From an optimization exercise on the open Yosys and OpenROAD flow, aimed at small area; shortcuts taken in it are not production practice. The RTL was checked by simulation tests, not by an equivalence proof against the original design. No activity file was given, so power comes from the tool's default toggle rates.

<file path="flow/design.v">
module vg63_loop_law (
    input  wire        clk,
    input  wire        rst,
    input  wire        cfg_we,
    input  wire [6:0]  cfg_addr,
    input  wire [31:0] cfg_wdata,
    input  wire        in_valid,
    output wire        in_ready,
    input  wire [31:0] in_e,
    input  wire [31:0] in_vn,
    input  wire [31:0] in_an,
    output reg         out_valid,
    output wire [31:0] out_y,
    output wire [31:0] out_ye,
    output reg         out_hi,
    output reg         out_lo,
    output reg         out_frozen
);
    localparam [3:0] ST_IDLE = 4'd0,
                     ST_FF   = 4'd1,
                     ST_FWD  = 4'd2,
                     ST_L1   = 4'd3,
                     ST_L2   = 4'd4,
                     ST_OW   = 4'd5,
                     ST_OP   = 4'd6,
                     ST_UW   = 4'd7,
                     ST_UPD  = 4'd8;
    reg  [4:0] ph;
    wire [2:0] p8 = ph[2:0];
    reg  [3:0] st;
    reg  [2:0] k;           
    reg  [6:0] c;           
    reg  [1:0] pass;        
    reg        pend;        
    reg  [6:0] adr;         
    reg  [2:0] nm1;         
    reg  [7:0] imask;
    assign in_ready = (st == ST_IDLE) && (ph == 5'd15);
    wire acc_cfg = in_ready && cfg_we;
    wire acc_smp = in_ready && in_valid;
    reg signed [30:0] E, W;
    reg signed [34:0] V;
    reg signed [35:0] A;
    reg  [1:0] psel,   n_psel;      
    reg  [3:0] dd,     n_dd;        
    reg        dfirst, n_dfirst;    
    reg        dstrm,  n_dstrm;     
    reg        dneg,   n_dneg;      
    reg        clrA,   n_clrA;
    reg        shift,  n_shift;
    reg        ldV,    n_ldV;       
    reg  [1:0] rndt,   n_rndt;      
    reg  [3:0] elo,    n_elo;       
    reg  [5:0] ehi,    n_ehi;       
    reg        rin;
    wire [37:0] erow = {ehi, 28'd0, elo};
    reg        pb0, pb1;
    always @(posedge clk) begin
        psel   <= n_psel;
        dd     <= n_dd;
        dfirst <= n_dfirst;
        dstrm  <= n_dstrm;
        dneg   <= n_dneg;
        clrA   <= n_clrA;
        shift  <= n_shift;
        ldV    <= n_ldV;
        rndt   <= n_rndt;
        elo    <= n_elo;
        ehi    <= n_ehi;
    end
    wire [30:0] P = (psel == 2'd0) ? E : (psel == 2'd1) ? V[30:0] : W;
    wire        pb = !dfirst && (dstrm ? pb1 : pb0);
    wire one0 = dd[0] ^ pb;
    wire two0 = (dd[1] & ~dd[0] & ~pb) | (~dd[1] & dd[0] & pb);
    wire s0   = (dd[1] ^ dneg) & (one0 | two0);
    wire one1 = dd[2] ^ dd[1];
    wire two1 = (dd[3] & ~dd[2] & ~dd[1]) | (~dd[3] & dd[2] & dd[1]);
    wire s1   = (dd[3] ^ dneg) & (one1 | two1);
    wire [31:0] Pe = {P[30], P};
    wire [31:0] P2 = {P, 1'b0};
    wire [31:0] r0 = (({32{one0}} & Pe) | ({32{two0}} & P2)) ^ {32{s0}};
    wire [31:0] r1 = (({32{one1}} & Pe) | ({32{two1}} & P2)) ^ {32{s1}};
    wire [35:0] ain = clrA ? 36'd0 : A;
    wire m_s1 = ain[0] ^ r0[0];
    wire m_c2 = ain[0] & r0[0];
    wire m_s3 = ain[2] ^ r0[2];
    wire m_c4 = ain[2] & r0[2];
    wire m_s5 = ain[3] ^ r0[3];
    wire m_c6 = ain[3] & r0[3];
    wire m_s7 = m_s1 ^ s0;
    wire m_c8 = m_s1 & s0;
    wire m_s9 = m_c2 ^ ain[1] ^ r0[1];
    wire m_c10 = (m_c2 & ain[1]) | (m_c2 & r0[1]) | (ain[1] & r0[1]);
    wire m_s11 = m_s3 ^ r1[0] ^ s1;
    wire m_c12 = (m_s3 & r1[0]) | (m_s3 & s1) | (r1[0] & s1);
    wire m_s13 = m_c4 ^ m_s5 ^ r1[1];
    wire m_c14 = (m_c4 & m_s5) | (m_c4 & r1[1]) | (m_s5 & r1[1]);
    wire m_s15 = m_c6 ^ ain[4] ^ r0[4];
    wire m_c16 = (m_c6 & ain[4]) | (m_c6 & r0[4]) | (ain[4] & r0[4]);
    wire m_s17 = ain[5] ^ r0[5];
    wire m_c18 = ain[5] & r0[5];
    wire m_s19 = ain[6] ^ r0[6];
    wire m_c20 = ain[6] & r0[6];
    wire m_s21 = ain[7] ^ r0[7];
    wire m_c22 = ain[7] & r0[7];
    wire m_s23 = ain[8] ^ r0[8];
    wire m_c24 = ain[8] & r0[8];
    wire m_s25 = ain[9] ^ r0[9];
    wire m_c26 = ain[9] & r0[9];
    wire m_s27 = ain[10] ^ r0[10];
    wire m_c28 = ain[10] & r0[10];
    wire m_s29 = ain[11] ^ r0[11];
    wire m_c30 = ain[11] & r0[11];
    wire m_s31 = ain[12] ^ r0[12];
    wire m_c32 = ain[12] & r0[12];
    wire m_s33 = ain[13] ^ r0[13];
    wire m_c34 = ain[13] & r0[13];
    wire m_s35 = ain[14] ^ r0[14];
    wire m_c36 = ain[14] & r0[14];
    wire m_s37 = ain[15] ^ r0[15];
    wire m_c38 = ain[15] & r0[15];
    wire m_s39 = ain[16] ^ r0[16];
    wire m_c40 = ain[16] & r0[16];
    wire m_s41 = ain[17] ^ r0[17];
    wire m_c42 = ain[17] & r0[17];
    wire m_s43 = ain[18] ^ r0[18];
    wire m_c44 = ain[18] & r0[18];
    wire m_s45 = ain[19] ^ r0[19];
    wire m_c46 = ain[19] & r0[19];
    wire m_s47 = ain[20] ^ r0[20];
    wire m_c48 = ain[20] & r0[20];
    wire m_s49 = ain[21] ^ r0[21];
    wire m_c50 = ain[21] & r0[21];
    wire m_s51 = ain[22] ^ r0[22];
    wire m_c52 = ain[22] & r0[22];
    wire m_s53 = ain[23] ^ r0[23];
    wire m_c54 = ain[23] & r0[23];
    wire m_s55 = ain[24] ^ r0[24];
    wire m_c56 = ain[24] & r0[24];
    wire m_s57 = ain[25] ^ r0[25];
    wire m_c58 = ain[25] & r0[25];
    wire m_s59 = ain[26] ^ r0[26];
    wire m_c60 = ain[26] & r0[26];
    wire m_s61 = ain[27] ^ r0[27];
    wire m_c62 = ain[27] & r0[27];
    wire m_s63 = ain[28] ^ r0[28];
    wire m_c64 = ain[28] & r0[28];
    wire m_s65 = ain[29] ^ r0[29];
    wire m_c66 = ain[29] & r0[29];
    wire m_s67 = ain[30] ^ r0[30];
    wire m_c68 = ain[30] & r0[30];
    wire m_s69 = ain[31] ^ ~r0[31] ^ r1[29];
    wire m_c70 = (ain[31] & ~r0[31]) | (ain[31] & r1[29]) | (~r0[31] & r1[29]);
    wire m_s71 = ain[32] ^ r1[30] ^ erow[32];
    wire m_c72 = (ain[32] & r1[30]) | (ain[32] & erow[32]) | (r1[30] & erow[32]);
    wire m_s73 = ain[33] ^ ~r1[31];
    wire m_c74 = ain[33] & ~r1[31];
    wire m_s75 = ain[34] ^ erow[34];
    wire m_c76 = ain[34] & erow[34];
    wire m_s77 = m_s7 ^ erow[0];
    wire m_c78 = m_s7 & erow[0];
    wire m_s79 = m_c8 ^ m_s9 ^ erow[1];
    wire m_c80 = (m_c8 & m_s9) | (m_c8 & erow[1]) | (m_s9 & erow[1]);
    wire m_s81 = m_c10 ^ m_s11 ^ erow[2];
    wire m_c82 = (m_c10 & m_s11) | (m_c10 & erow[2]) | (m_s11 & erow[2]);
    wire m_s83 = m_c12 ^ m_s13 ^ erow[3];
    wire m_c84 = (m_c12 & m_s13) | (m_c12 & erow[3]) | (m_s13 & erow[3]);
    wire m_s85 = m_c14 ^ m_s15 ^ r1[2];
    wire m_c86 = (m_c14 & m_s15) | (m_c14 & r1[2]) | (m_s15 & r1[2]);
    wire m_s87 = m_c16 ^ m_s17 ^ r1[3];
    wire m_c88 = (m_c16 & m_s17) | (m_c16 & r1[3]) | (m_s17 & r1[3]);
    wire m_s89 = m_c18 ^ m_s19 ^ r1[4];
    wire m_c90 = (m_c18 & m_s19) | (m_c18 & r1[4]) | (m_s19 & r1[4]);
    wire m_s91 = m_c20 ^ m_s21 ^ r1[5];
    wire m_c92 = (m_c20 & m_s21) | (m_c20 & r1[5]) | (m_s21 & r1[5]);
    wire m_s93 = m_c22 ^ m_s23 ^ r1[6];
    wire m_c94 = (m_c22 & m_s23) | (m_c22 & r1[6]) | (m_s23 & r1[6]);
    wire m_s95 = m_c24 ^ m_s25 ^ r1[7];
    wire m_c96 = (m_c24 & m_s25) | (m_c24 & r1[7]) | (m_s25 & r1[7]);
    wire m_s97 = m_c26 ^ m_s27 ^ r1[8];
    wire m_c98 = (m_c26 & m_s27) | (m_c26 & r1[8]) | (m_s27 & r1[8]);
    wire m_s99 = m_c28 ^ m_s29 ^ r1[9];
    wire m_c100 = (m_c28 & m_s29) | (m_c28 & r1[9]) | (m_s29 & r1[9]);
    wire m_s101 = m_c30 ^ m_s31 ^ r1[10];
    wire m_c102 = (m_c30 & m_s31) | (m_c30 & r1[10]) | (m_s31 & r1[10]);
    wire m_s103 = m_c32 ^ m_s33 ^ r1[11];
    wire m_c104 = (m_c32 & m_s33) | (m_c32 & r1[11]) | (m_s33 & r1[11]);
    wire m_s105 = m_c34 ^ m_s35 ^ r1[12];
    wire m_c106 = (m_c34 & m_s35) | (m_c34 & r1[12]) | (m_s35 & r1[12]);
    wire m_s107 = m_c36 ^ m_s37 ^ r1[13];
    wire m_c108 = (m_c36 & m_s37) | (m_c36 & r1[13]) | (m_s37 & r1[13]);
    wire m_s109 = m_c38 ^ m_s39 ^ r1[14];
    wire m_c110 = (m_c38 & m_s39) | (m_c38 & r1[14]) | (m_s39 & r1[14]);
    wire m_s111 = m_c40 ^ m_s41 ^ r1[15];
    wire m_c112 = (m_c40 & m_s41) | (m_c40 & r1[15]) | (m_s41 & r1[15]);
    wire m_s113 = m_c42 ^ m_s43 ^ r1[16];
    wire m_c114 = (m_c42 & m_s43) | (m_c42 & r1[16]) | (m_s43 & r1[16]);
    wire m_s115 = m_c44 ^ m_s45 ^ r1[17];
    wire m_c116 = (m_c44 & m_s45) | (m_c44 & r1[17]) | (m_s45 & r1[17]);
    wire m_s117 = m_c46 ^ m_s47 ^ r1[18];
    wire m_c118 = (m_c46 & m_s47) | (m_c46 & r1[18]) | (m_s47 & r1[18]);
    wire m_s119 = m_c48 ^ m_s49 ^ r1[19];
    wire m_c120 = (m_c48 & m_s49) | (m_c48 & r1[19]) | (m_s49 & r1[19]);
    wire m_s121 = m_c50 ^ m_s51 ^ r1[20];
    wire m_c122 = (m_c50 & m_s51) | (m_c50 & r1[20]) | (m_s51 & r1[20]);
    wire m_s123 = m_c52 ^ m_s53 ^ r1[21];
    wire m_c124 = (m_c52 & m_s53) | (m_c52 & r1[21]) | (m_s53 & r1[21]);
    wire m_s125 = m_c54 ^ m_s55 ^ r1[22];
    wire m_c126 = (m_c54 & m_s55) | (m_c54 & r1[22]) | (m_s55 & r1[22]);
    wire m_s127 = m_c56 ^ m_s57 ^ r1[23];
    wire m_c128 = (m_c56 & m_s57) | (m_c56 & r1[23]) | (m_s57 & r1[23]);
    wire m_s129 = m_c58 ^ m_s59 ^ r1[24];
    wire m_c130 = (m_c58 & m_s59) | (m_c58 & r1[24]) | (m_s59 & r1[24]);
    wire m_s131 = m_c60 ^ m_s61 ^ r1[25];
    wire m_c132 = (m_c60 & m_s61) | (m_c60 & r1[25]) | (m_s61 & r1[25]);
    wire m_s133 = m_c62 ^ m_s63 ^ r1[26];
    wire m_c134 = (m_c62 & m_s63) | (m_c62 & r1[26]) | (m_s63 & r1[26]);
    wire m_s135 = m_c64 ^ m_s65 ^ r1[27];
    wire m_c136 = (m_c64 & m_s65) | (m_c64 & r1[27]) | (m_s65 & r1[27]);
    wire m_s137 = m_c66 ^ m_s67 ^ r1[28];
    wire m_c138 = (m_c66 & m_s67) | (m_c66 & r1[28]) | (m_s67 & r1[28]);
    wire m_s139 = m_c68 ^ m_s69 ^ 1'b1;
    wire m_c140 = (m_c68 & m_s69) | (m_c68 & 1'b1) | (m_s69 & 1'b1);
    wire m_s141 = m_c70 ^ m_s71 ^ 1'b1;
    wire m_c142 = (m_c70 & m_s71) | (m_c70 & 1'b1) | (m_s71 & 1'b1);
    wire m_s143 = m_c72 ^ m_s73 ^ erow[33];
    wire m_c144 = (m_c72 & m_s73) | (m_c72 & erow[33]) | (m_s73 & erow[33]);
    wire m_s145 = m_c74 ^ m_s75 ^ 1'b1;
    wire m_c146 = (m_c74 & m_s75) | (m_c74 & 1'b1) | (m_s75 & 1'b1);
    wire m_s147 = m_c76 ^ ~ain[35] ^ erow[35];
    wire m_c148 = (m_c76 & ~ain[35]) | (m_c76 & erow[35]) | (~ain[35] & erow[35]);
    wire m_s149 = erow[36] ^ 1'b1;
    wire m_c150 = erow[36] & 1'b1;
    wire m_s151 = erow[37] ^ 1'b1;
    wire m_c152 = erow[37] & 1'b1;
    wire m_s153 = m_s77 ^ rin;
    wire m_c154 = m_s77 & rin;
    wire m_s155 = m_c78 ^ m_s79 ^ m_c154;
    wire m_c156 = (m_c78 & m_s79) | (m_c78 & m_c154) | (m_s79 & m_c154);
    wire m_s157 = m_c80 ^ m_s81 ^ m_c156;
    wire m_c158 = (m_c80 & m_s81) | (m_c80 & m_c156) | (m_s81 & m_c156);
    wire m_s159 = m_c82 ^ m_s83 ^ m_c158;
    wire m_c160 = (m_c82 & m_s83) | (m_c82 & m_c158) | (m_s83 & m_c158);
    wire m_s161 = m_c84 ^ m_s85 ^ m_c160;
    wire m_c162 = (m_c84 & m_s85) | (m_c84 & m_c160) | (m_s85 & m_c160);
    wire m_s163 = m_c86 ^ m_s87 ^ m_c162;
    wire m_c164 = (m_c86 & m_s87) | (m_c86 & m_c162) | (m_s87 & m_c162);
    wire m_s165 = m_c88 ^ m_s89 ^ m_c164;
    wire m_c166 = (m_c88 & m_s89) | (m_c88 & m_c164) | (m_s89 & m_c164);
    wire m_s167 = m_c90 ^ m_s91 ^ m_c166;
    wire m_c168 = (m_c90 & m_s91) | (m_c90 & m_c166) | (m_s91 & m_c166);
    wire m_s169 = m_c92 ^ m_s93 ^ m_c168;
    wire m_c170 = (m_c92 & m_s93) | (m_c92 & m_c168) | (m_s93 & m_c168);
    wire m_s171 = m_c94 ^ m_s95 ^ m_c170;
    wire m_c172 = (m_c94 & m_s95) | (m_c94 & m_c170) | (m_s95 & m_c170);
    wire m_s173 = m_c96 ^ m_s97 ^ m_c172;
    wire m_c174 = (m_c96 & m_s97) | (m_c96 & m_c172) | (m_s97 & m_c172);
    wire m_s175 = m_c98 ^ m_s99 ^ m_c174;
    wire m_c176 = (m_c98 & m_s99) | (m_c98 & m_c174) | (m_s99 & m_c174);
    wire m_s177 = m_c100 ^ m_s101 ^ m_c176;
    wire m_c178 = (m_c100 & m_s101) | (m_c100 & m_c176) | (m_s101 & m_c176);
    wire m_s179 = m_c102 ^ m_s103 ^ m_c178;
    wire m_c180 = (m_c102 & m_s103) | (m_c102 & m_c178) | (m_s103 & m_c178);
    wire m_s181 = m_c104 ^ m_s105 ^ m_c180;
    wire m_c182 = (m_c104 & m_s105) | (m_c104 & m_c180) | (m_s105 & m_c180);
    wire m_s183 = m_c106 ^ m_s107 ^ m_c182;
    wire m_c184 = (m_c106 & m_s107) | (m_c106 & m_c182) | (m_s107 & m_c182);
    wire m_s185 = m_c108 ^ m_s109 ^ m_c184;
    wire m_c186 = (m_c108 & m_s109) | (m_c108 & m_c184) | (m_s109 & m_c184);
    wire m_s187 = m_c110 ^ m_s111 ^ m_c186;
    wire m_c188 = (m_c110 & m_s111) | (m_c110 & m_c186) | (m_s111 & m_c186);
    wire m_s189 = m_c112 ^ m_s113 ^ m_c188;
    wire m_c190 = (m_c112 & m_s113) | (m_c112 & m_c188) | (m_s113 & m_c188);
    wire m_s191 = m_c114 ^ m_s115;
    wire m_c192 = m_c114 & m_s115;
    wire m_s193 = m_c116 ^ m_s117 ^ m_c192;
    wire m_c194 = (m_c116 & m_s117) | (m_c116 & m_c192) | (m_s117 & m_c192);
    wire m_s195 = m_c118 ^ m_s119 ^ m_c194;
    wire m_c196 = (m_c118 & m_s119) | (m_c118 & m_c194) | (m_s119 & m_c194);
    wire m_s197 = m_c120 ^ m_s121 ^ m_c196;
    wire m_c198 = (m_c120 & m_s121) | (m_c120 & m_c196) | (m_s121 & m_c196);
    wire m_s199 = m_c122 ^ m_s123 ^ m_c198;
    wire m_c200 = (m_c122 & m_s123) | (m_c122 & m_c198) | (m_s123 & m_c198);
    wire m_s201 = m_c124 ^ m_s125 ^ m_c200;
    wire m_c202 = (m_c124 & m_s125) | (m_c124 & m_c200) | (m_s125 & m_c200);
    wire m_s203 = m_c126 ^ m_s127 ^ m_c202;
    wire m_c204 = (m_c126 & m_s127) | (m_c126 & m_c202) | (m_s127 & m_c202);
    wire m_s205 = m_c128 ^ m_s129 ^ m_c204;
    wire m_c206 = (m_c128 & m_s129) | (m_c128 & m_c204) | (m_s129 & m_c204);
    wire m_s207 = m_c130 ^ m_s131 ^ m_c206;
    wire m_c208 = (m_c130 & m_s131) | (m_c130 & m_c206) | (m_s131 & m_c206);
    wire m_s209 = m_c132 ^ m_s133 ^ m_c208;
    wire m_c210 = (m_c132 & m_s133) | (m_c132 & m_c208) | (m_s133 & m_c208);
    wire m_s211 = m_c134 ^ m_s135 ^ m_c210;
    wire m_c212 = (m_c134 & m_s135) | (m_c134 & m_c210) | (m_s135 & m_c210);
    wire m_s213 = m_c136 ^ m_s137 ^ m_c212;
    wire m_c214 = (m_c136 & m_s137) | (m_c136 & m_c212) | (m_s137 & m_c212);
    wire m_s215 = m_c138 ^ m_s139 ^ m_c214;
    wire m_c216 = (m_c138 & m_s139) | (m_c138 & m_c214) | (m_s139 & m_c214);
    wire m_s217 = m_c140 ^ m_s141 ^ m_c216;
    wire m_c218 = (m_c140 & m_s141) | (m_c140 & m_c216) | (m_s141 & m_c216);
    wire m_s219 = m_c142 ^ m_s143 ^ m_c218;
    wire m_c220 = (m_c142 & m_s143) | (m_c142 & m_c218) | (m_s143 & m_c218);
    wire m_s221 = m_c144 ^ m_s145 ^ m_c220;
    wire m_c222 = (m_c144 & m_s145) | (m_c144 & m_c220) | (m_s145 & m_c220);
    wire m_s223 = m_c146 ^ m_s147 ^ m_c222;
    wire m_c224 = (m_c146 & m_s147) | (m_c146 & m_c222) | (m_s147 & m_c222);
    wire m_s225 = m_c148 ^ m_s149 ^ m_c224;
    wire m_c226 = (m_c148 & m_s149) | (m_c148 & m_c224) | (m_s149 & m_c224);
    wire m_s227 = m_c150 ^ m_s151 ^ m_c226;
    wire m_c228 = (m_c150 & m_s151) | (m_c150 & m_c226) | (m_s151 & m_c226);
    wire m_s229 = m_c114 ^ m_s115 ^ 1'b1;
    wire m_c230 = (m_c114 & m_s115) | (m_c114 & 1'b1) | (m_s115 & 1'b1);
    wire m_s231 = m_c116 ^ m_s117 ^ m_c230;
    wire m_c232 = (m_c116 & m_s117) | (m_c116 & m_c230) | (m_s117 & m_c230);
    wire m_s233 = m_c118 ^ m_s119 ^ m_c232;
    wire m_c234 = (m_c118 & m_s119) | (m_c118 & m_c232) | (m_s119 & m_c232);
    wire m_s235 = m_c120 ^ m_s121 ^ m_c234;
    wire m_c236 = (m_c120 & m_s121) | (m_c120 & m_c234) | (m_s121 & m_c234);
    wire m_s237 = m_c122 ^ m_s123 ^ m_c236;
    wire m_c238 = (m_c122 & m_s123) | (m_c122 & m_c236) | (m_s123 & m_c236);
    wire m_s239 = m_c124 ^ m_s125 ^ m_c238;
    wire m_c240 = (m_c124 & m_s125) | (m_c124 & m_c238) | (m_s125 & m_c238);
    wire m_s241 = m_c126 ^ m_s127 ^ m_c240;
    wire m_c242 = (m_c126 & m_s127) | (m_c126 & m_c240) | (m_s127 & m_c240);
    wire m_s243 = m_c128 ^ m_s129 ^ m_c242;
    wire m_c244 = (m_c128 & m_s129) | (m_c128 & m_c242) | (m_s129 & m_c242);
    wire m_s245 = m_c130 ^ m_s131 ^ m_c244;
    wire m_c246 = (m_c130 & m_s131) | (m_c130 & m_c244) | (m_s131 & m_c244);
    wire m_s247 = m_c132 ^ m_s133 ^ m_c246;
    wire m_c248 = (m_c132 & m_s133) | (m_c132 & m_c246) | (m_s133 & m_c246);
    wire m_s249 = m_c134 ^ m_s135 ^ m_c248;
    wire m_c250 = (m_c134 & m_s135) | (m_c134 & m_c248) | (m_s135 & m_c248);
    wire m_s251 = m_c136 ^ m_s137 ^ m_c250;
    wire m_c252 = (m_c136 & m_s137) | (m_c136 & m_c250) | (m_s137 & m_c250);
    wire m_s253 = m_c138 ^ m_s139 ^ m_c252;
    wire m_c254 = (m_c138 & m_s139) | (m_c138 & m_c252) | (m_s139 & m_c252);
    wire m_s255 = m_c140 ^ m_s141 ^ m_c254;
    wire m_c256 = (m_c140 & m_s141) | (m_c140 & m_c254) | (m_s141 & m_c254);
    wire m_s257 = m_c142 ^ m_s143 ^ m_c256;
    wire m_c258 = (m_c142 & m_s143) | (m_c142 & m_c256) | (m_s143 & m_c256);
    wire m_s259 = m_c144 ^ m_s145 ^ m_c258;
    wire m_c260 = (m_c144 & m_s145) | (m_c144 & m_c258) | (m_s145 & m_c258);
    wire m_s261 = m_c146 ^ m_s147 ^ m_c260;
    wire m_c262 = (m_c146 & m_s147) | (m_c146 & m_c260) | (m_s147 & m_c260);
    wire m_s263 = m_c148 ^ m_s149 ^ m_c262;
    wire m_c264 = (m_c148 & m_s149) | (m_c148 & m_c262) | (m_s149 & m_c262);
    wire m_s265 = m_c150 ^ m_s151 ^ m_c264;
    wire m_c266 = (m_c150 & m_s151) | (m_c150 & m_c264) | (m_s151 & m_c264);
    wire m_x267 = m_c190 ? m_s229 : m_s191;
    wire m_x268 = m_c190 ? m_s231 : m_s193;
    wire m_x269 = m_c190 ? m_s233 : m_s195;
    wire m_x270 = m_c190 ? m_s235 : m_s197;
    wire m_x271 = m_c190 ? m_s237 : m_s199;
    wire m_x272 = m_c190 ? m_s239 : m_s201;
    wire m_x273 = m_c190 ? m_s241 : m_s203;
    wire m_x274 = m_c190 ? m_s243 : m_s205;
    wire m_x275 = m_c190 ? m_s245 : m_s207;
    wire m_x276 = m_c190 ? m_s247 : m_s209;
    wire m_x277 = m_c190 ? m_s249 : m_s211;
    wire m_x278 = m_c190 ? m_s251 : m_s213;
    wire m_x279 = m_c190 ? m_s253 : m_s215;
    wire m_x280 = m_c190 ? m_s255 : m_s217;
    wire m_x281 = m_c190 ? m_s257 : m_s219;
    wire m_x282 = m_c190 ? m_s259 : m_s221;
    wire m_x283 = m_c190 ? m_s261 : m_s223;
    wire m_x284 = m_c190 ? m_s263 : m_s225;
    wire m_x285 = m_c190 ? m_s265 : m_s227;
    wire [37:0] m_sum = {m_x285, m_x284, m_x283, m_x282, m_x281, m_x280, m_x279, m_x278, m_x277, m_x276, m_x275, m_x274, m_x273, m_x272, m_x271, m_x270, m_x269, m_x268, m_x267, m_s189, m_s187, m_s185, m_s183, m_s181, m_s179, m_s177, m_s175, m_s173, m_s171, m_s169, m_s167, m_s165, m_s163, m_s161, m_s159, m_s157, m_s155, m_s153};
    wire [37:0] S = m_sum;
    wire [3:0] dout = S[3:0];
    always @(posedge clk) begin
        if (dstrm)
            pb1 <= dd[3];
        else
            pb0 <= dd[3];
    end
    function [30:0] sat31;
        input [37:0] v;
        begin
            if (v[37:30] != {8{v[37]}})
                sat31 = v[37] ? 31'h40000000 : 31'h3FFFFFFF;
            else
                sat31 = v[30:0];
        end
    endfunction
    wire [30:0] Ssat = sat31(S);
    always @(posedge clk)
        A <= shift ? {{2{S[37]}}, S[37:4]} : ldV ? {V[34], V} : S[35:0];
    wire [30:0] qb0, qb12, qa12;
    wire [62:0] qs1;
    wire [61:0] qs2;
    reg  [1:0] wcf;         
    wire       clr = pend && (adr == 7'h45);
    reg  [7:0] w1lo, w2lo;  
    reg        w1hi, w2hi;
    reg        frz;         
    genvar g;
    generate
        for (g = 0; g < 31; g = g + 1) begin : RB0
            localparam integer TR = g / 4;
            reg [7:0] r;
            always @(posedge clk) r <= {r[6:0], wcf[0] ? W[g] : r[7]};
            assign qb0[g] = r[(6 + TR) % 8];
        end
        for (g = 0; g < 31; g = g + 1) begin : RC
            localparam integer I = g / 4;
            reg [31:0] r;
            always @(posedge clk) r <= {r[30:0], wcf[1] ? W[g] : r[31]};
            assign qb12[g] = r[(14 + 2 * I) % 32];
            assign qa12[g] = r[(31 + 2 * I) % 32];
        end
        for (g = 0; g < 32; g = g + 1) begin : RS12L
            localparam integer I = g / 4;
            reg [15:0] r;
            wire we = clr || w1lo[I] || w2lo[I];
            always @(posedge clk) r <= {r[14:0], we ? dout[g % 4] : r[15]};
            assign qs1[g] = r[(13 - I) % 16];
            assign qs2[g] = r[6];
        end
        for (g = 32; g < 62; g = g + 1) begin : RS12H
            localparam integer I = (g - 32) / 4;
            reg [15:0] r;
            wire we = clr || w1hi || w2hi;
            always @(posedge clk) r <= {r[14:0], we ? A[g - 32] : r[15]};
            assign qs1[g] = r[(14 + I) % 16];
            assign qs2[g] = r[(7 + 2 * I) % 16];
        end
        if (1) begin : RS1T
            reg [7:0] r;
            wire we = clr || w1hi;
            always @(posedge clk) r <= {r[6:0], we ? A[30] : r[7]};
            assign qs1[62] = r[5];
        end
    endgenerate
    wire [3:0] b0d  [0:7];
    wire [3:0] b12d [0:7];
    wire [3:0] a12d [0:7];
    wire [3:0] s1ld [0:7];
    wire [3:0] s1hd [0:7];
    wire [3:0] s2ld [0:7];
    wire [3:0] s2hd [0:7];
    generate
        for (g = 0; g < 7; g = g + 1) begin : DG
            assign b0d[g]  = qb0[4*g+3:4*g];
            assign b12d[g] = qb12[4*g+3:4*g];
            assign a12d[g] = qa12[4*g+3:4*g];
            assign s1hd[g] = qs1[32+4*g+3:32+4*g];
            assign s2hd[g] = qs2[32+4*g+3:32+4*g];
        end
        for (g = 0; g < 8; g = g + 1) begin : DL
            assign s1ld[g] = qs1[4*g+3:4*g];
            assign s2ld[g] = qs2[4*g+3:4*g];
        end
    endgenerate
    assign b0d[7]  = {qb0[30], qb0[30:28]};
    assign b12d[7] = {qb12[30], qb12[30:28]};
    assign a12d[7] = {qa12[30], qa12[30:28]};
    assign s1hd[7] = {qs1[62], qs1[62:60]};
    assign s2hd[7] = {qs2[61], qs2[61], qs2[61:60]};
    wire [2:0] jo = p8 - 3'd3;            
    wire [2:0] esel = (pend && adr[6:1] == 6'b100000) ? ph[3:1] : jo;
    reg  [3:0] edig;
    always @* begin
        case (esel)
            3'd0: edig = W[3:0];
            3'd1: edig = W[7:4];
            3'd2: edig = W[11:8];
            3'd3: edig = W[15:12];
            3'd4: edig = W[19:16];
            3'd5: edig = W[23:20];
            3'd6: edig = W[27:24];
            default: edig = {W[30], W[30:28]};
        endcase
    end
    reg  [63:0] rk;
    wire wk = pend && (adr == {6'b100000, ph[0]});
    always @(posedge clk) rk <= {rk[59:0], wk ? edig : rk[63:60]};
    wire [3:0] kkd = rk[59:56];       
    reg  [31:0] rmin, rmax, rslw, rye;
    wire [3:0]  omn = rmin[31:28];
    wire [3:0]  omx = rmax[31:28];
    wire [3:0]  slw = rslw[31:28];
    wire [3:0]  yep = rye[31:28];
    wire        wye;
    wire [3:0]  yen;
    always @(posedge clk) begin
        rmin <= {rmin[27:0], (pend && adr == 7'h42) ? edig : omn};
        rmax <= {rmax[27:0], (pend && adr == 7'h43) ? edig : omx};
        rslw <= {rslw[27:0], (pend && adr == 7'h44) ? edig : slw};
        rye  <= {rye[27:0],  clr ? 4'd0 : wye ? yen : yep};
    end
    wire       in_step = (st == ST_FWD) || (st == ST_UPD);
    wire       dig_c   = in_step && (c[6:3] == 4'd0);         
    wire       rnd_c   = in_step && (c == 7'd8);
    wire       s1ph    = (c[6:4] == 3'd1);
    wire       s2ph    = (c[6:3] == 4'd5) || (c[6:3] == 4'd6);
    wire [2:0] pi      = s1ph ? c[3:1] : {~c[3], c[2:1]};           
    wire       pfirst  = !c[0];
    wire       in_pair = (st == ST_UPD) && (s1ph || s2ph);
    wire       kodd    = k[0];
    wire [1:0] rx = (st == ST_FWD) ? ((k == 3'd0) ? 2'd0 : 2'd2) : (kodd ? 2'd2 : 2'd0);
    wire [1:0] ry = kodd ? 2'd0 : 2'd2;
    wire [3:0] ph_n     = ph[3:0] + 4'd1;
    wire       n_step   = (st_n == ST_FWD) || (st_n == ST_UPD);
    wire       n_dig    = n_step && (c_n[6:3] == 4'd0);            
    wire       n_s1ph   = (c_n[6:4] == 3'd1);
    wire       n_s2ph   = (c_n[6:3] == 4'd5) || (c_n[6:3] == 4'd6);
    wire [2:0] n_pi     = n_s1ph ? c_n[3:1] : {~c_n[3], c_n[2:1]};
    wire       n_pfirst = !c_n[0];
    wire       n_pair   = (st_n == ST_UPD) && (n_s1ph || n_s2ph);
    wire [1:0] n_rx     = (st_n == ST_FWD) ? ((k_n == 3'd0) ? 2'd0 : 2'd2) :
                          (k_n[0] ? 2'd2 : 2'd0);
    wire [1:0] n_ry     = k_n[0] ? 2'd0 : 2'd2;
    wire [2:0] n_idx    = n_dig ? c_n[2:0] : n_pi;
    wire [7:0] n_oh     = 8'd1 << n_idx;
    wire       f_b0     = n_dig;
    wire       f_b12    = n_pair && n_pfirst;
    wire       f_a12    = n_pair && !n_pfirst;
    wire       f_s2     = n_pair && !n_pfirst && n_s1ph;
    reg  [3:0] dsel, esel_lo;
    reg  [5:0] esel_hi;
    integer    di;
    always @* begin
        dsel    = 4'd0;
        esel_lo = 4'd0;
        esel_hi = 6'd0;
        for (di = 0; di < 8; di = di + 1) begin
            dsel    = dsel | ({4{f_b0 && n_oh[di]}} & b0d[di])
                           | ({4{f_b12 && n_oh[di]}} & b12d[di])
                           | ({4{f_a12 && n_oh[di]}} & a12d[di]);
            esel_lo = esel_lo | ({4{f_b0 && n_oh[di]}} & s1ld[di])
                              | ({4{f_s2 && n_oh[di]}} & s2ld[di]);
            esel_hi = esel_hi | ({6{f_b0 && n_oh[di]}} & {(di == 7) ? {2{s1hd[di][3]}} : 2'b00, s1hd[di]})
                              | ({6{f_s2 && n_oh[di]}} & {(di == 7) ? {2{s2hd[di][3]}} : 2'b00, s2hd[di]});
        end
    end
    always @* begin
        n_psel   = 2'd2;
        n_dd     = 4'd0;
        n_dfirst = 1'b1;
        n_dstrm  = 1'b0;
        n_dneg   = 1'b0;
        n_clrA   = 1'b0;
        n_shift  = 1'b0;
        n_ldV    = 1'b0;
        n_rndt   = 2'd0;
        n_elo    = 4'd0;
        n_ehi    = 6'd0;
        if (st_n == ST_IDLE) begin
            n_clrA   = 1'b1;
        end else if (st_n == ST_FF) begin
            n_psel   = ph_n[0] ? 2'd2 : 2'd1;
            n_dd     = kkd;
            n_dfirst = (ph_n[3:1] == 3'd0);
            n_dstrm  = ph_n[0];
            n_clrA   = (ph_n == 4'd0);
            n_shift  = ph_n[0] && (ph_n != 4'd15);
        end else if (n_dig) begin
            n_psel   = n_rx;
            n_dd     = dsel;
            n_dfirst = (c_n == 7'd0);
            n_clrA   = (c_n == 7'd0);
            n_shift  = (c_n[2:0] != 3'd7);
            n_elo    = esel_lo;
            n_ehi    = esel_hi;
        end else if (n_pair) begin
            n_psel   = n_pfirst ? n_rx : n_ry;
            n_dd     = dsel;
            n_dfirst = (n_pi == 3'd0);
            n_dstrm  = !n_pfirst;
            n_dneg   = !n_pfirst;
            n_clrA   = n_pfirst && (n_pi == 3'd0);
            n_shift  = !n_pfirst;
            n_elo    = esel_lo;
            n_ehi    = esel_hi;
        end else if (st_n == ST_L1) begin
            n_psel   = 2'd2;
            n_dd     = 4'd1;
        end else if (st_n == ST_L2) begin
            n_rndt   = 2'd2;
        end
        if (n_step && c_n == 7'd8)
            n_rndt = 2'd1;
        if (st_n == ST_FWD && c_n == 7'd8 && k_n == nm1)
            n_ldV = 1'b1;
    end
    reg  b27, stk, fb27, fstk;
    always @* begin
        if (rndt[1])
            rin = fb27 && (!A[35] || fstk);
        else if (rndt[0])
            rin = b27 && (!A[35] || stk);
        else
            rin = 1'b0;
    end
    integer ii;
    always @* begin
        wcf = 2'd0;
        if (pend && !adr[6] && adr[5:3] == p8) begin
            wcf[0] = (adr[2:0] == 3'd0);
            case (adr[2:0])
                3'd1: wcf[1] = (ph[4:3] == adr[4:3]);
                3'd4: wcf[1] = (ph[4:3] == adr[4:3] + 2'd1);
                3'd3: wcf[1] = (ph[4:3] == adr[4:3] + 2'd2);
                3'd2: wcf[1] = (ph[4:3] == adr[4:3] + 2'd3);
                default: ;
            endcase
        end
        for (ii = 0; ii < 8; ii = ii + 1) begin
            w1lo[ii] = in_pair && !pfirst && s1ph && (pi == ii) && !frz;
            w2lo[ii] = in_pair && !pfirst && !s1ph && (pi == ii) && !frz;
        end
        w1hi = (st == ST_UPD) && (c == 7'd32) && !frz;
        w2hi = (st == ST_UPD) && (c == 7'd56) && !frz;
    end
    reg bnz, bsg, pfx, T, lzv, q0, q1;
    reg [2:0] lz;
    wire [30:0] PX = (rx == 2'd0) ? E : W;
    wire xnz = |PX;
    wire xs  = PX[30];
    wire pin = pfx ^ bsg;
    wire sgG = T ^ pin;
    wire gnz = !(lzv && (lz > k));
    wire [3:0] ydig = edig;
    reg cA, cB, cC, zA, zB, zD, zC, sgA, sgB, szr, spos, sneg;
    wire op    = (st == ST_OP);
    wire j0    = (jo == 3'd0);
    wire j7    = (jo == 3'd7);
    wire ltmin = sgA;
    wire lemin = sgA || !zA;
    wire gtmax = !sgB && zB;
    wire gemax = !sgB;
    wire [3:0] yl = ltmin ? omn : gtmax ? omx : ydig;
    wire [4:0] t1 = {1'b0, ydig} + {1'b0, ~omn} + {4'd0, j0 ? 1'b1 : cA};
    wire [4:0] t2 = {1'b0, ydig} + {1'b0, ~omx} + {4'd0, j0 ? 1'b1 : cB};
    wire [4:0] t3 = {1'b0, yl} + {1'b0, ~yep} + {4'd0, j0 ? 1'b1 : cA};
    wire [4:0] t4 = {1'b0, t3[3:0]} + {1'b0, ~slw} + {4'd0, j0 ? 1'b1 : cB};
    wire [4:0] t5 = {1'b0, t3[3:0]} + {1'b0, slw} + {4'd0, j0 ? 1'b0 : cC};
    wire [4:0] t6 = {1'b0, yep} + {1'b0, sneg ? ~slw : slw} + {4'd0, j0 ? sneg : cA};
    wire [3:0] yen0 = (spos || sneg) ? t6[3:0] : yl;
    assign     yen  = j7 ? {yen0[2], yen0[2:0]} : yen0;
    wire [4:0] t7 = {1'b0, yen} + {1'b0, ~yl} + {4'd0, j0 ? 1'b1 : cB};
    assign     wye  = op && (pass == 2'd2);
    wire gt_s = !(t3[3] ^ ~slw[3] ^ t4[4]) && (zD || (t4[3:0] != 4'd0));
    wire lt_s = t3[3] ^ slw[3] ^ t5[4];
    wire e_lt = t7[3];
    wire e_gt = !t7[3] && (zC || (t7[3:0] != 4'd0));
    wire hi_n = e_lt || gemax;
    wire lo_n = e_gt || lemin;
    reg [3:0] st_n;
    reg [2:0] k_n;
    reg [6:0] c_n;
    always @* begin
        st_n = st;
        k_n  = k;
        c_n  = c;
        case (st)
            ST_IDLE: begin
                if (acc_smp)
                    st_n = ST_FF;
            end
            ST_FF: begin
                if (ph == 5'd31) begin
                    st_n = ST_FWD;
                    k_n  = 3'd0;
                    c_n  = 7'd0;
                end
            end
            ST_FWD: begin
                if (c == 7'd8) begin
                    c_n = 7'd0;
                    if (k == nm1)
                        st_n = ST_L1;
                    else
                        k_n = k + 3'd1;
                end else
                    c_n = c + 7'd1;
            end
            ST_L1: st_n = ST_L2;
            ST_L2: st_n = (p8 == 3'd2) ? ST_OP : ST_OW;
            ST_OW: if (p8 == 3'd2) st_n = ST_OP;
            ST_OP: begin
                if (j7 && pass == 2'd2)
                    st_n = ST_UW;
            end
            ST_UW: begin
                if (ph == 5'd31) begin
                    st_n = ST_UPD;
                    k_n  = 3'd0;
                    c_n  = 7'd0;
                end
            end
            ST_UPD: begin
                if (c == 7'd72) begin
                    c_n = 7'd0;
                    if (k == nm1)
                        st_n = ST_IDLE;
                    else
                        k_n = k + 3'd1;
                end else
                    c_n = c + 7'd1;
            end
            default: st_n = ST_IDLE;
        endcase
        if (rst)
            st_n = ST_IDLE;
    end
    always @(posedge clk) begin
        st <= st_n;
        k  <= k_n;
        c  <= c_n;
        if (rst) begin
            ph        <= 4'd0;
            pend      <= 1'b0;
            out_valid <= 1'b0;
        end else begin
            ph        <= ph + 5'd1;
            out_valid <= (st == ST_OP) && j7 && (pass == 2'd2);
            if (acc_cfg)
                pend <= 1'b1;
            else if (ph == 5'd15)
                pend <= 1'b0;
        end
    end
    always @(posedge clk) begin
        if (acc_cfg) begin
            adr <= cfg_addr;
            if (cfg_addr == 7'h45) begin
                nm1   <= cfg_wdata[2:0] - 3'd1;
                imask <= cfg_wdata[15:8];
            end
        end
    end
    always @(posedge clk) begin
        if (acc_smp)
            E <= in_e[30:0];
        else if (st == ST_UPD && rnd_c && ry == 2'd0)
            E <= Ssat;
        if (acc_smp)
            V <= {{4{in_vn[30]}}, in_vn[30:0]};
        else if (st == ST_FF && ph[3:0] == 4'd15)
            V <= S[34:0];
        if (acc_cfg)
            W <= cfg_wdata[30:0];
        else if (acc_smp)
            W <= in_an[30:0];
        else if ((st == ST_FWD && rnd_c) || st == ST_L2 ||
                 (st == ST_UPD && rnd_c && ry == 2'd2))
            W <= Ssat;
    end
    always @(posedge clk) begin
        if (dig_c && c[2:0] != 3'd7) begin
            if (c[2:0] == 3'd6) begin
                b27 <= dout[3];
                stk <= stk || (dout[2:0] != 3'd0);
            end else
                stk <= ((c[2:0] != 3'd0) && stk) || (dout != 4'd0);
        end
        if (st == ST_FF && ph[0] && ph[3:1] != 3'd7) begin
            if (ph[3:1] == 3'd6) begin
                fb27 <= dout[3];
                fstk <= fstk || (dout[2:0] != 3'd0);
            end else
                fstk <= ((ph[3:1] != 3'd0) && fstk) || (dout != 4'd0);
        end
    end
    always @(posedge clk) begin
        if (dig_c) begin
            bnz <= ((c[2:0] != 3'd0) && bnz) || (dd != 4'd0);
            if (c[2:0] == 3'd7)
                bsg <= dd[3];
        end
        if (st == ST_FF) begin
            pfx <= 1'b0;
            lzv <= 1'b0;
            q0  <= 1'b0;
            q1  <= 1'b0;
        end else if (st == ST_FWD && rnd_c) begin
            pfx <= pin;
            if (k == nm1)
                T <= pin;
            if (!bnz) begin
                lz  <= k;
                lzv <= 1'b1;
            end
            if (imask[k] && xnz) begin
                if (xs ^ pin) begin
                    q1 <= 1'b1;
                    q0 <= bnz && q0;
                end else begin
                    q0 <= 1'b1;
                    q1 <= bnz && q1;
                end
            end else if (!bnz) begin
                q0 <= 1'b0;
                q1 <= 1'b0;
            end
        end else if (st == ST_UW) begin
            pfx <= 1'b0;
        end else if (st == ST_UPD && rnd_c) begin
            pfx <= pin;
            frz <= imask[k] && gnz && xnz &&
                   ((out_hi && !(sgG ^ xs)) || (out_lo && (sgG ^ xs)));
        end
    end
    always @(posedge clk) begin
        if (st == ST_L2)
            pass <= 2'd0;
        else if (op && j7)
            pass <= pass + 2'd1;
        if (op) begin
            case (pass)
                2'd0: begin
                    cA  <= t1[4];
                    cB  <= t2[4];
                    zA  <= (!j0 && zA) || (t1[3:0] != 4'd0);
                    zB  <= (!j0 && zB) || (t2[3:0] != 4'd0);
                    szr <= (!j0 && szr) || (slw != 4'd0);
                    if (j7) begin
                        sgA <= t1[3];
                        sgB <= t2[3];
                    end
                end
                2'd1: begin
                    cA <= t3[4];
                    cB <= t4[4];
                    cC <= t5[4];
                    zD <= (!j0 && zD) || (t4[3:0] != 4'd0);
                    if (j7) begin
                        sneg <= szr && lt_s;
                        spos <= szr && !lt_s && gt_s;
                    end
                end
                default: begin
                    cA <= t6[4];
                    cB <= t7[4];
                    zC <= (!j0 && zC) || (t7[3:0] != 4'd0);
                    if (j7) begin
                        out_hi     <= hi_n;
                        out_lo     <= lo_n;
                        out_frozen <= (hi_n && (T ? q1 : q0)) || (lo_n && (T ? q0 : q1));
                    end
                end
            endcase
        end
    end
    assign out_y  = {W[30], W};
    assign out_ye = {rye[3:0], rye[7:4], rye[11:8], rye[15:12],
                     rye[19:16], rye[23:20], rye[27:24], rye[31:28]};
endmodule
</file>
<file path="flow/flow/run.sh">
#!/bin/bash
# The standard layout (standard.sh), with two of its settings changed:
# ports buffered with buf_1, and a clock tree without dummy loads.
set -euo pipefail
export BUFFER_PORTS_ARGS="-buffer_cell sky130_fd_sc_hd__buf_1"
export CTS_ARGS="-sink_clustering_enable -repair_clock_nets -sink_clustering_size 16 -sink_clustering_max_diameter 50 -buf_list sky130_fd_sc_hd__clkbuf_8 -dont_use_dummy_load"
bash standard.sh finish > standard_flow.log 2>&1
</file>
<file path="flow/standard.sh">
#!/bin/bash
# synth_recipe.tcl (not shown) runs the flow's synth.tcl, then flattens the netlist and writes it again
# the make line also repeats each setting of config.mk as NAME=value (left out here)
make -C /OpenROAD-flow-scripts/flow DESIGN_CONFIG=/design/flow/config.mk WORK_HOME=/design/flow/orfs CLKGATE_MAP_FILE= SYNTH_SCRIPT=/design/flow/synth_recipe.tcl "${@:-finish}"
</file>
<file path="flow/config.mk">
export PLATFORM = sky130hd
export DESIGN_NAME = vg63_loop_law
export DESIGN_NICKNAME = vg63_loop_law
export VERILOG_FILES = /design/flow/design.v
export SDC_FILE = /design/flow/constraint.sdc
export NUM_CORES = 8
export LEC_CHECK = 0
export CAP_MARGIN = 20
export CORE_MARGIN = 2
export CORE_UTILIZATION = 85
export CTS_BUF_LIST = sky130_fd_sc_hd__clkbuf_8
export CTS_CLUSTER_DIAMETER = 50
export CTS_CLUSTER_SIZE = 16
export PLACE_DENSITY = 0.9
export SLEW_MARGIN = 20
</file>
<file path="flow/constraint.sdc">
create_clock -name core_clock -period 18.0 [get_ports {clk}]
set_input_delay 3.6000 -clock core_clock [delete_from_list [all_inputs] [get_ports {clk}]]
set_output_delay 3.6000 -clock core_clock [all_outputs]
set_load 0.01 [all_outputs]
</file>
==> impl_metrics.py, run 1 <==
metrics = {
    "placed_design": {
        "gp_congestion": 0.970,
        "io_buffers": 203,
        "dpl.hpwl_um": 136000,
    },
    "synth": {
        "synthMostInstantiatedCell": "dfxtp_1",
        "synthesis.area_um2": 69400,
        "synthTopCellsByCount": "2,518 x dfxtp_1, 252 x nand2_1, 179 x a21oi_1",
        "synth_xor_xnor_area_share_pct": 1.15,
        "yosys.area_share.adder_pct": 3.70,
        "synth_top_family_by_area": "compound AO/OA/AOI/OAI gates",
        "synth-simple-area-share_pct": 5.13,
        "synth_cells": 4770,
        "ys_ff_latch": 2661,
        "yosysTopAreaCellShare_pct": 72.6,
        "async_flop_share_pct": 0,
        "yosys-top-cells-area": "dfxtp_1 73%, edfxtp_1 6.2%, mux2_2 2.1%",
        "synth_edf_count": 143,
        "synth_top_flop_cell": "dfxtp_1",
        "yosysSeqAreaShare_pct": 78.8,
        "yosysWarnings": 1,
        "yosys-mux-area-fraction_pct": 3.42,
        "synth_compound_area_share_pct": 6.23,
        "ys_types": 98,
        "syn-num-nets": 5074,
        "syn_area_per_cell_um2": 14.5,
        "yosysTopAreaCell": "dfxtp_1",
    },
    "clocking": {
        "htreeDepth": 4,
        "cts-hold-fix-buffers": 0,
        "cts_setup_buffers": 0,
        "numCtsBuffers": 188,
        "clock_sinks": 2661,
        "cts_root_buf": "clkbuf_8",
        "clockBufferDepth": 3,
        "cts_resized": 0,
    },
    "floorplanning": {
        "io_pins": 208,
        "fp-row-count": 104,
        "die_y_um": 290,
        "die_x_um": 290,
        "start_util_pct": 86.0,
    },
    "grt": {
        "grt_pass1_vias": 48213,
        "grt_max_degree": 70,
        "grt_overflow": 4,
        "grt_pass1_wl_um": 329000,
        "grt_usage_pct": 55.7,
    },
    "outcome": {
        "error_line": "[ERROR GRT-0116] Global routing finished with congestion. Check the congestion regions in the DRC Viewer.",
        "haltStage": "5_1_grt",
        "status": "aborted with a tool error",
    },
}
-- per-stage QoR --
stage                     area, um^2  instances  hold slack, ns  power, mW  worst slack [ns]
after CTS                      73900       6114           0.257       8.81              2.55
after global placement         71300       5926           0.309       6.23              3.43
after floorplan                69400       4770           0.310       6.17              4.38
after detailed placement       71300       5926           0.312       6.25              2.97
-- logic make-up after synthesis --
group,Yosys count
AOI/OAI and AO/OA,647
buffers and inverters,266
muxes,216
DFF,2661
adders and majority gates,165
and+or+nand+nor,724
xor gates and xnor gates,91
-- per-layer routing --
metal  global-route usage, %  GRT overflow
met1                    57.4             0
met2                    78.1             1
met3                    31.9             1
met4                    51.6             2
met5                    14.2             0
-- how the worst min path moves through the flow --
stage | to | slack (ns) | cells past startpoint
CTS | RC[4].r[5]$_DFF_P_ | 0.26 | 0
detailed placement | RB0[15].r[3]$_DFF_P_ | 0.31 | 0
global placement | RC[9].r[28]$_DFF_P_ | 0.31 | 0
floorplan | RB0[0].r[1]$_DFF_P_ | 0.31 | 0
-- power groups by stage --
stage / sequential (mW) / combinational, mW / clock [mW]
after CTS: 5.94 / 0.179 / 2.69
after detailed placement: 6.08 / 0.169 / 0
after global placement: 6.08 / 0.153 / 0
after floorplan: 6.07 / 0.0980 / 0
==> run 2: changes to the inputs <==
--- a/flow/config.mk
+++ b/flow/config.mk
@@ -7,5 +7,5 @@
 export LEC_CHECK = 0
-export CAP_MARGIN = 20
+export CAP_MARGIN = 10
 export CORE_MARGIN = 2
-export CORE_UTILIZATION = 85
+export CORE_UTILIZATION = 75
 export CTS_BUF_LIST = sky130_fd_sc_hd__clkbuf_8
@@ -13,3 +13,3 @@
 export CTS_CLUSTER_SIZE = 16
-export PLACE_DENSITY = 0.9
-export SLEW_MARGIN = 20
+export PLACE_DENSITY = 0.82
+export SLEW_MARGIN = 10
==> impl_metrics.py, run 2 <==
metrics = {
    "outcome": {
        "status": "finished clean",
    },
    "placed_design": {
        "gp_congestion": 0.934,
        "dpl.hpwl_um": 110000,
        "dp.cells": 6054,
        "io_buffers": 203,
        "place_area_um2": 71500,
        "place_ws_ns": 3.18,
    },
    "clocking": {
        "cts-hold-fix-buffers": 0,
        "clk_latency_ns": 0.89,
        "clkSlewWorstSetupHoldPaths_ns": 0.09,
        "cts_resized": 0,
        "htreeDepth": 4,
        "cts_root_buf": "clkbuf_8",
        "numCtsBuffers": 196,
        "clock_sinks": 2661,
        "cts_tree": "yes",
        "cts_setup_buffers": 0,
        "clockBufferDepth": 3,
    },
    "timing": {
        "hold_viol": 0,
        "slew_violations": 0,
        "final.period_utilization_pct": 83.4,
        "fmax_mhz": 66.6,
        "fin_crit_ns": 15.02,
        "setup_viol": 0,
        "skew_ns": 0.109,
        "slew_headroom_pct": 12.0,
        "tns_ns": 0,
        "hold-worst-slack_ns": 0.276,
        "worst_slack_ns": 2.98,
        "worstMarginPinSlew_ns": 1.31,
        "rsz0062_at_grt": "no",
    },
    "synth": {
        "yosysSeqAreaShare_pct": 78.8,
        "syn_area_per_cell_um2": 14.5,
        "synth_top_flop_cell": "dfxtp_1",
        "synthMostInstantiatedCell": "dfxtp_1",
        "yosys-top-cells-area": "dfxtp_1 73%, edfxtp_1 6.2%, mux2_2 2.1%",
        "ys_types": 98,
        "synth_edf_count": 143,
        "synthesis.area_um2": 69400,
        "yosysTopAreaCellShare_pct": 72.6,
        "synthTopCellsByCount": "2,518 x dfxtp_1, 252 x nand2_1, 179 x a21oi_1",
        "yosysWarnings": 1,
        "yosysTopAreaCell": "dfxtp_1",
        "async_flop_share_pct": 0,
        "ys_ff_latch": 2661,
        "syn-num-nets": 5074,
        "synth_cells": 4770,
    },
    "setup_path": {
        "cp-end-kind": "flop",
        "r2r-start": "psel[0]$_SDFF_PP0_",
        "cpMostUsedCell": "fa_1",
        "startpoint_type": "flop",
        "critPathSlowestCell": "nor3_2",
        "rrSetupSlack_ns": 2.98,
        "cp.required_ns": 18.52,
        "slowest_delay_ns": 0.65,
        "worstSetupStartpoint": "psel[0]$_SDFF_PP0_",
        "crit_type": "flop to flop",
        "worstPathMaxFanout": 31,
        "arrival_ns": 15.54,
    },
    "route": {
        "vias": 36443,
        "via_per_inst": 5.82,
        "wirelength_um": 156000,
        "ant_nets": 0,
        "post_drt_wl_per_cell_um": 25.0,
        "drtPass1Iterations": 14,
        "drc": 0,
        "drt_iter0_drc": 3975,
    },
    "floorplanning": {
        "die_x_um": 308,
        "die_y_um": 308,
        "io_pins": 208,
        "core_area_um2": 91700,
        "start_util_pct": 75.7,
        "dieArea_um2": 95000,
        "fp-row-count": 111,
    },
    "grt": {
        "antenna_found_initial": 18,
        "grt_pass1_vias": 36118,
        "grt_max_degree": 70,
        "grt_usage_pct": 33.2,
        "grt_pass1_wl_um": 227000,
        "grt_overflow": 0,
    },
    "final_layout": {
        "layout_common_cells": "2,514 x dfxtp_1, 251 x nand2_1, 203 x buf_1, 196 x clkbuf_8, 176 x a21oi_1",
        "final_common_cell": "dfxtp_1",
        "final_cells": 6264,
        "final_core_util_pct": 81.0,
        "n_fill_cell": 4753,
        "fin_area_um2": 74200,
        "layout-drive-gt1-share_pct": 9.02,
        "syn2layout_area_growth_pct": 6.95,
        "largest_register": "RC.r",
        "largestRegisters": "RC.r: 992 flops, RS12L.r: 512 flops, RS12H.r: 480 flops",
        "fin_nets": 5370,
        "largest_reg_flops": 992,
    },
    "power": {
        "peakVddDrop_v": 0.0000945,
        "clkPwrFrac_pct": 30.1,
        "p_leak_nw": 29.3,
        "p_switching_mw": 1.78,
        "p_int_mw": 6.95,
        "p_seq_share_pct": 68.0,
        "swShare_pct": 20.4,
        "power_mw": 8.74,
        "power.density_nw_per_um2": 118,
        "pwr-share-comb_pct": 1.9,
    },
    "worst_hold_path": {
        "hp-start": "RS12H[46].r[2]$_DFF_P_",
        "hold_path_class": "flop to flop",
    },
    "flow_run": {
        "cap_violations": 0,
    },
}
run 2: cell type report:
type	instances	area, um^2	area share, %
sequential	2661	54700	73.7
clock buffer	196	2700	3.63
multi-input combinational	1843	13700	18.5
tap	1186	1480	2.00
timing repair buffer	255	1150	1.55
inverter	109	409	0.551
antenna	14	35.0	0.0472
run 2: path summary, 6_finish.rpt:
| check | to | cells after the start |
|---|---|---|
| setup / recovery | W[3]$_DFFE_PP_ | 42 |
| hold / removal | RS12H[46].r[3]$_DFF_P_ | 0 |
| setup reg to reg | W[3]$_DFFE_PP_ | 42 |
| hold reg to reg | RS12H[46].r[3]$_DFF_P_ | 0 |
run 2: metal layers:
| metal | GRT usage (%) | up-vias | share of wire, % |
|---|---|---|---|
| met4 | 15.5 | 0 | 5.0 |
| met1 | 44.9 | 17556 | 40 |
| li1 | - | 16573 | - |
| met5 | 0 | - | 0 |
| met3 | 6.89 | 449 | 9.3 |
| met2 | 52.0 | 1865 | 45 |
run 2: power groups by stage:
stage               logic, mW  clock network (mW)  registers [mW]
floorplan              0.0980                   0            6.07
global placement        0.155                   0            6.08
detailed placement      0.160                   0            6.08
CTS                     0.161                2.66            5.94
global route            0.175                2.86            5.94
finish                  0.167                2.63            5.94
run 2: cell families after synthesis:
family | share of synthesized area (%)
adder cells (fa/ha/maj) | 3.70
multiplexers | 3.42
buffers and inverters | 1.53
flip-flops | 78.8
AND/OR/NAND/NOR | 5.13
XOR/XNOR | 1.15
AO/OA/AOI/OAI | 6.23
run 2: critical path, delay by kind of cell, from the launching register on:
family,cells,cell delay (ns)
multiplexers,2,0.39
AO/OA/AOI/OAI,9,2.17
adder cells (fa/ha/maj),20,9.07
AND/OR/NAND/NOR,5,1.20
flip-flops,1,0.32
XOR/XNOR,1,0.30
buffers and inverters,5,1.14
==> run 3: changes to the inputs <==
--- a/flow/config.mk
+++ b/flow/config.mk
@@ -7,3 +7,4 @@
 export LEC_CHECK = 0
-export CAP_MARGIN = 10
+export ABC_AREA = 1
+export CAP_MARGIN = 20
 export CORE_MARGIN = 2
@@ -14,2 +15,2 @@
 export PLACE_DENSITY = 0.82
-export SLEW_MARGIN = 10
+export SLEW_MARGIN = 20
==> impl_metrics.py, run 3 <==
metrics = {
    "synth": {
        "yosysTopAreaCell": "dfxtp_1",
        "yosys-mux-area-fraction_pct": 0.0163,
        "synth_compound_area_share_pct": 5.66,
        "synth_top_flop_cell": "dfxtp_1",
        "synth_xor_xnor_area_share_pct": 1.29,
        "yosysTopAreaCellShare_pct": 72.9,
        "yosysWarnings": 1,
        "yosys.area_share.adder_pct": 3.71,
        "yosys-top-cells-area": "dfxtp_1 73%, edfxtp_1 6.2%, nand2_1 3.0%",
        "syn_area_per_cell_um2": 13.2,
        "synth_cells": 5233,
        "synth_edf_count": 143,
        "ys_ff_latch": 2661,
        "synthesis.area_um2": 69100,
        "async_flop_share_pct": 0,
        "synthMostInstantiatedCell": "dfxtp_1",
        "synth_top_family_by_area": "simple AND/OR/NAND/NOR gates",
        "syn-num-nets": 5537,
        "ys_types": 70,
        "synth-simple-area-share_pct": 7.18,
        "synthTopCellsByCount": "2,518 x dfxtp_1, 546 x nand2_1, 367 x inv_1",
        "yosysSeqAreaShare_pct": 79.1,
    },
    "grt": {
        "grt_pass1_wl_um": 249000,
        "grt_pass1_vias": 39228,
        "grt_overflow": 0,
        "grtUsageMet3_pct": 9.85,
        "top_usage_layer": "met2",
        "use_met1_pct": 47.7,
        "gr-usage-met2_pct": 56.1,
        "antenna_found_initial": 17,
        "grt_max_degree": 81,
        "grt_usage_pct": 36.6,
    },
    "setup_path": {
        "cp-end-kind": "flop",
        "path_buf_inv": 10,
        "worstPathMaxFanout": 60,
        "path_delay_family": "adder cells",
        "cp.required_ns": 18.66,
        "startpoint_type": "flop",
        "slowest_delay_ns": 0.63,
        "arrival_ns": 15.51,
        "crit_type": "flop to flop",
        "cpMostUsedCell": "fa_1",
        "critPathSlowestCell": "o21ai_0",
    },
    "placed_design": {
        "dpl.hpwl_um": 119000,
        "place_ws_ns": 3.43,
        "io_buffers": 203,
        "gp_congestion": 0.981,
    },
    "final_layout": {
        "largest_register": "RC.r",
        "layout-drive-gt1-share_pct": 6.80,
        "largestRegisters": "RC.r: 992 flops, RS12L.r: 512 flops, RS12H.r: 480 flops",
        "final_common_cell": "dfxtp_1",
        "syn2layout_area_growth_pct": 6.89,
        "multi_input_area_um2": 12400,
        "largest_reg_flops": 992,
        "n_fill_cell": 4753,
        "fin_nets": 5853,
        "layout_common_cells": "2,517 x dfxtp_1, 545 x nand2_1, 366 x inv_1, 241 x nor2_1, 209 x o21ai_0",
        "seqCellArea_um2": 54700,
    },
    "power": {
        "swShare_pct": 25.3,
        "p_leak_nw": 30.5,
        "peakVddDrop_v": 0.000197,
        "p_int_mw": 7.28,
        "pwr-share-comb_pct": 10.1,
        "clkPwrFrac_pct": 27.5,
        "power.density_nw_per_um2": 132,
        "p_switching_mw": 2.46,
        "p_seq_share_pct": 62.4,
    },
    "route": {
        "wirelength_um": 172000,
        "via_per_inst": 5.76,
        "drc": 0,
        "vias": 38785,
        "drt_iter0_drc": 4325,
        "drtPass1Iterations": 7,
        "post_drt_wl_per_cell_um": 25.5,
        "ant_nets": 0,
    },
    "clocking": {
        "clk_latency_ns": 0.91,
        "cts_root_buf": "clkbuf_8",
        "numCtsBuffers": 194,
        "clock_sinks": 2661,
        "clockBufferDepth": 3,
        "cts_setup_buffers": 0,
        "htreeDepth": 4,
        "cts_resized": 0,
        "cts_tree": "yes",
        "clkSlewWorstSetupHoldPaths_ns": 0.10,
        "cts-hold-fix-buffers": 0,
    },
    "timing": {
        "skew_ns": 0.0919,
        "tns_ns": 0,
        "worstMarginPinSlew_ns": 1.24,
        "fmax_mhz": 67.4,
        "slew_violations": 0,
        "rsz0062_at_grt": "no",
        "setup_viol": 0,
        "slew_headroom_pct": 17.3,
        "hold_viol": 0,
        "final.period_utilization_pct": 82.5,
        "worst_slack_ns": 3.15,
        "fin_crit_ns": 14.85,
    },
    "floorplanning": {
        "die_x_um": 308,
        "start_util_pct": 75.5,
        "io_pins": 208,
        "dieArea_um2": 94600,
        "fp-row-count": 111,
        "core_area_um2": 91500,
        "die_y_um": 308,
    },
    "flow_run": {
        "cap_violations": 0,
    },
    "outcome": {
        "status": "finished clean",
    },
    "worst_hold_path": {
        "hold_path_class": "flop to flop",
    },
}
==> run 3: final cells by class <==
class | count | share of cell area, %
Tap cell | 1186 | 2.01
Antenna cell | 3 | 0.0102
Timing Repair Buffer | 240 | 1.43
Multi-Input combinational cell | 2035 | 16.8
Sequential cell | 2661 | 74.0
Inverter | 417 | 2.13
Clock buffer | 194 | 3.61
==> run 3: per-stage QoR <==
step | power [mW] | instance area (um^2) | utilization (%) | instances | hold WS [ns]
after floorplan | 6.85 | 69100 | - | 5233 | 0.310
after global placement | 7.06 | 71200 | 77.8 | 6537 | 0.310
after detailed placement | 7.13 | 71200 | 77.8 | 6537 | 0.312
after CTS | 9.71 | 73800 | 80.7 | 6731 | 0.271
after global routing | 10.0 | 73900 | 80.7 | 6734 | 0.266
final | 9.75 | 73900 | 80.7 | 6736 | 0.268
==> run 3: worst paths after layout <==
path                       startpoint                  end  slack (ns)  depth (start not counted)
setup reg to reg   psel[1]$_SDFF_PP1_      W[19]$_DFFE_PP_        3.15                         45
hold / removal    RC[16].r[0]$_DFF_P_  RC[16].r[1]$_DFF_P_        0.27                          0
setup / recovery   psel[1]$_SDFF_PP1_      W[19]$_DFFE_PP_        3.15                         45
hold reg to reg   RC[16].r[0]$_DFF_P_  RC[16].r[1]$_DFF_P_        0.27                          0
==> run 3: cells by family (layout without fill, tap and decap cells) <==
group	count (synthesis)	after routing
other	0	3
xor gates and xnor gates	102	102
buffers and inverters	537	851
DFF	2661	2661
and+or+nand+nor	1130	1130
AOI/OAI and AO/OA	637	637
muxes	1	1
adders and majority gates	165	165
==> run 3: routing by layer <==
layer	vias up	routed length [um]
li1	17382	-
met1	18571	66500
met2	2209	76100
met3	605	18500
met4	18	10600
met5	-	123
==> run 3: power groups by stage <==
stage	Combinational, mW	Sequential (mW)	Clock, mW
2_1_floorplan	0.642	6.21	0
3_3_place_gp	0.841	6.22	0
4_1_cts	0.941	6.08	2.69
6_report	0.984	6.09	2.68
3_5_place_dp	0.906	6.22	0
5_1_grt	1.05	6.09	2.88
==> run 4: changes to the inputs <==
--- a/flow/config.mk
+++ b/flow/config.mk
@@ -7,3 +7,2 @@
 export LEC_CHECK = 0
-export ABC_AREA = 1
 export CAP_MARGIN = 20
==> impl_metrics.py, run 4 <==
metrics = {
    "final_layout": {
        "layout_common_cells": "2,514 x dfxtp_1, 251 x nand2_1, 203 x buf_1, 194 x clkbuf_8, 176 x a21oi_1",
        "largestRegisters": "RC.r: 992 flops, RS12L.r: 512 flops, RS12H.r: 480 flops",
        "largest_reg_flops": 992,
        "fin_nets": 5370,
    },
    "worst_hold_path": {
        "whs_path_depth": 0,
        "hp-start": "RS12H[46].r[2]$_DFF_P_",
        "hold_path_class": "flop to flop",
        "min_to": "RS12H[46].r[3]$_DFF_P_",
    },
    "floorplanning": {
        "fp-row-count": 111,
        "die_y_um": 308,
        "core_area_um2": 91700,
        "start_util_pct": 75.7,
        "io_pins": 208,
    },
    "grt": {
        "grt_usage_pct": 33.3,
        "gr-usage-met2_pct": 52.0,
        "antenna_found_initial": 15,
        "grt_pass1_vias": 36073,
        "grt_pass1_wl_um": 228000,
        "top_usage_layer": "met2",
        "grt_overflow": 0,
        "use_met1_pct": 45.5,
    },
    "synth": {
        "synthTopCellsByCount": "2,518 x dfxtp_1, 252 x nand2_1, 179 x a21oi_1",
        "yosys-top-cells-area": "dfxtp_1 73%, edfxtp_1 6.2%, mux2_2 2.1%",
        "yosysSeqAreaShare_pct": 78.8,
        "synthMostInstantiatedCell": "dfxtp_1",
        "ys_ff_latch": 2661,
    },
    "route": {
        "wirelength_um": 157000,
        "drt_iter0_drc": 3594,
        "via_per_inst": 5.85,
        "drc": 0,
        "post_drt_wl_per_cell_um": 25.0,
    },
    "setup_path": {
        "path_delay_family": "adder cells",
        "critPathSlowestCell": "nor3_2",
        "cp-end-kind": "flop",
    },
    "outcome": {
        "status": "finished clean",
    },
    "timing": {
        "hold_viol": 0,
        "fin_crit_ns": 15.03,
        "slew_headroom_pct": 22.6,
        "setup_viol": 0,
    },
    "power": {
        "peakVddDrop_v": 0.0000870,
        "power.density_nw_per_um2": 118,
        "power_mw": 8.73,
        "p_leak_nw": 29.3,
    },
    "clocking": {
        "cts_resized": 0,
        "clock_sinks": 2661,
        "numCtsBuffers": 194,
        "clockBufferDepth": 3,
        "cts_tree": "yes",
        "cts_setup_buffers": 0,
    },
}
-- run 4: changes by cell type after synthesis, sizes merged, moves of 26 or more --
cell / change
o22a: +30
o211ai: +34
mux2i: +84
or2: -26
nand2: -302
xor2: -58
o21ai: -140
xnor2: +47
nand3: -150
nor2: -100
o221ai: -27
inv: -299
mux2: +127
nor2b: +54
-- run 4: worst max-delay path by stage --
stage                       startpoint              end  depth (start not counted)
floorplan           psel[0]$_SDFF_PP0_  W[20]$_DFFE_PP_                         45
global placement    psel[0]$_SDFF_PP0_   W[3]$_DFFE_PP_                         43
detailed placement  psel[0]$_SDFF_PP0_  W[15]$_DFFE_PP_                         43
CTS                 psel[0]$_SDFF_PP0_   W[3]$_DFFE_PP_                         43
global route        psel[0]$_SDFF_PP0_  W[17]$_DFFE_PP_                         43
finish              psel[0]$_SDFF_PP0_  W[17]$_DFFE_PP_                         42
-- run 4: cell families after synthesis --
family          share of synthesized area (%)
simple gates                             5.13
mux                                      3.42
compound gates                           6.23
buf+inv                                  1.53
fa+ha+maj                                3.70
flops                                    78.8
xor+xnor                                 1.15
-- run 4: layout make-up --
class | instances | area [um^2] | share of cell area, %
inverter | 109 | 409 | 0.551
sequential | 2661 | 54700 | 73.7
clock buffer | 194 | 2670 | 3.60
tap | 1186 | 1480 | 2.00
multi-input combinational | 1843 | 13700 | 18.5
antenna | 13 | 32.5 | 0.0438
timing repair buffer | 257 | 1170 | 1.58
-- run 4: stage by stage --
stage	utilization, %	area, um^2	cells	setup WS, ns
2_1_floorplan	-	69400	4770	4.38
3_5_place_dp	78.0	71500	6055	3.20
5_1_grt	80.9	74200	6252	2.38
3_3_place_gp	78.0	71500	6054	3.25
6_report	81.0	74200	6263	2.97
4_1_cts	80.9	74200	6249	3.09
-- run 4: per-layer routing --
metal / part of all wire (%) / wire length [um]
met1: 41 / 63500
met2: 45 / 71000
met3: 9.0 / 14100
met4: 5.1 / 7970
met5: 0.0064 / 10
-- run 4: where the power goes --
| part | switching [mW] | internal (mW) | leakage, nW | total (mW) |
|---|---|---|---|---|
| Combinational | 0.118 | 0.0492 | 6.32 | 0.167 |
| Clock | 1.66 | 0.963 | 1.39 | 2.63 |
| Sequential | 0.00686 | 5.93 | 21.5 | 5.94 |

## what the ideal ports hide
How much do the figures lean on ideal ports? The routed layouts below were timed once more, with nothing changed but the port constraints.
Step 1 sets driving cells, clkbuf_16 on the clock port and buf_2 on the other inputs (assumed; they add their load-dependent delay and slew).
Step 2 adds t to the input delays and takes it off the output delays; t is the mean of the earliest and latest rising clock arrival at the registers after step 1. Input paths then give back, and output paths get back, about the clock's delay inside the block.
Slacks: ideal ports / drivers / drivers and shift; pairs: ideal ports / drivers.
run	t (ns)	setup WS [ns]	worst setup path after step 2	worst slew at a driven data input, ns
run 2	0.904	2.981 / 2.981 / 2.981	register to register	0.15
run 3	0.946	3.153 / 3.153 / 3.153	register to register	0.13
run 4	0.927	2.972 / 2.972 / 2.972	register to register	0.15
After both steps every run listed still meets setup and hold.
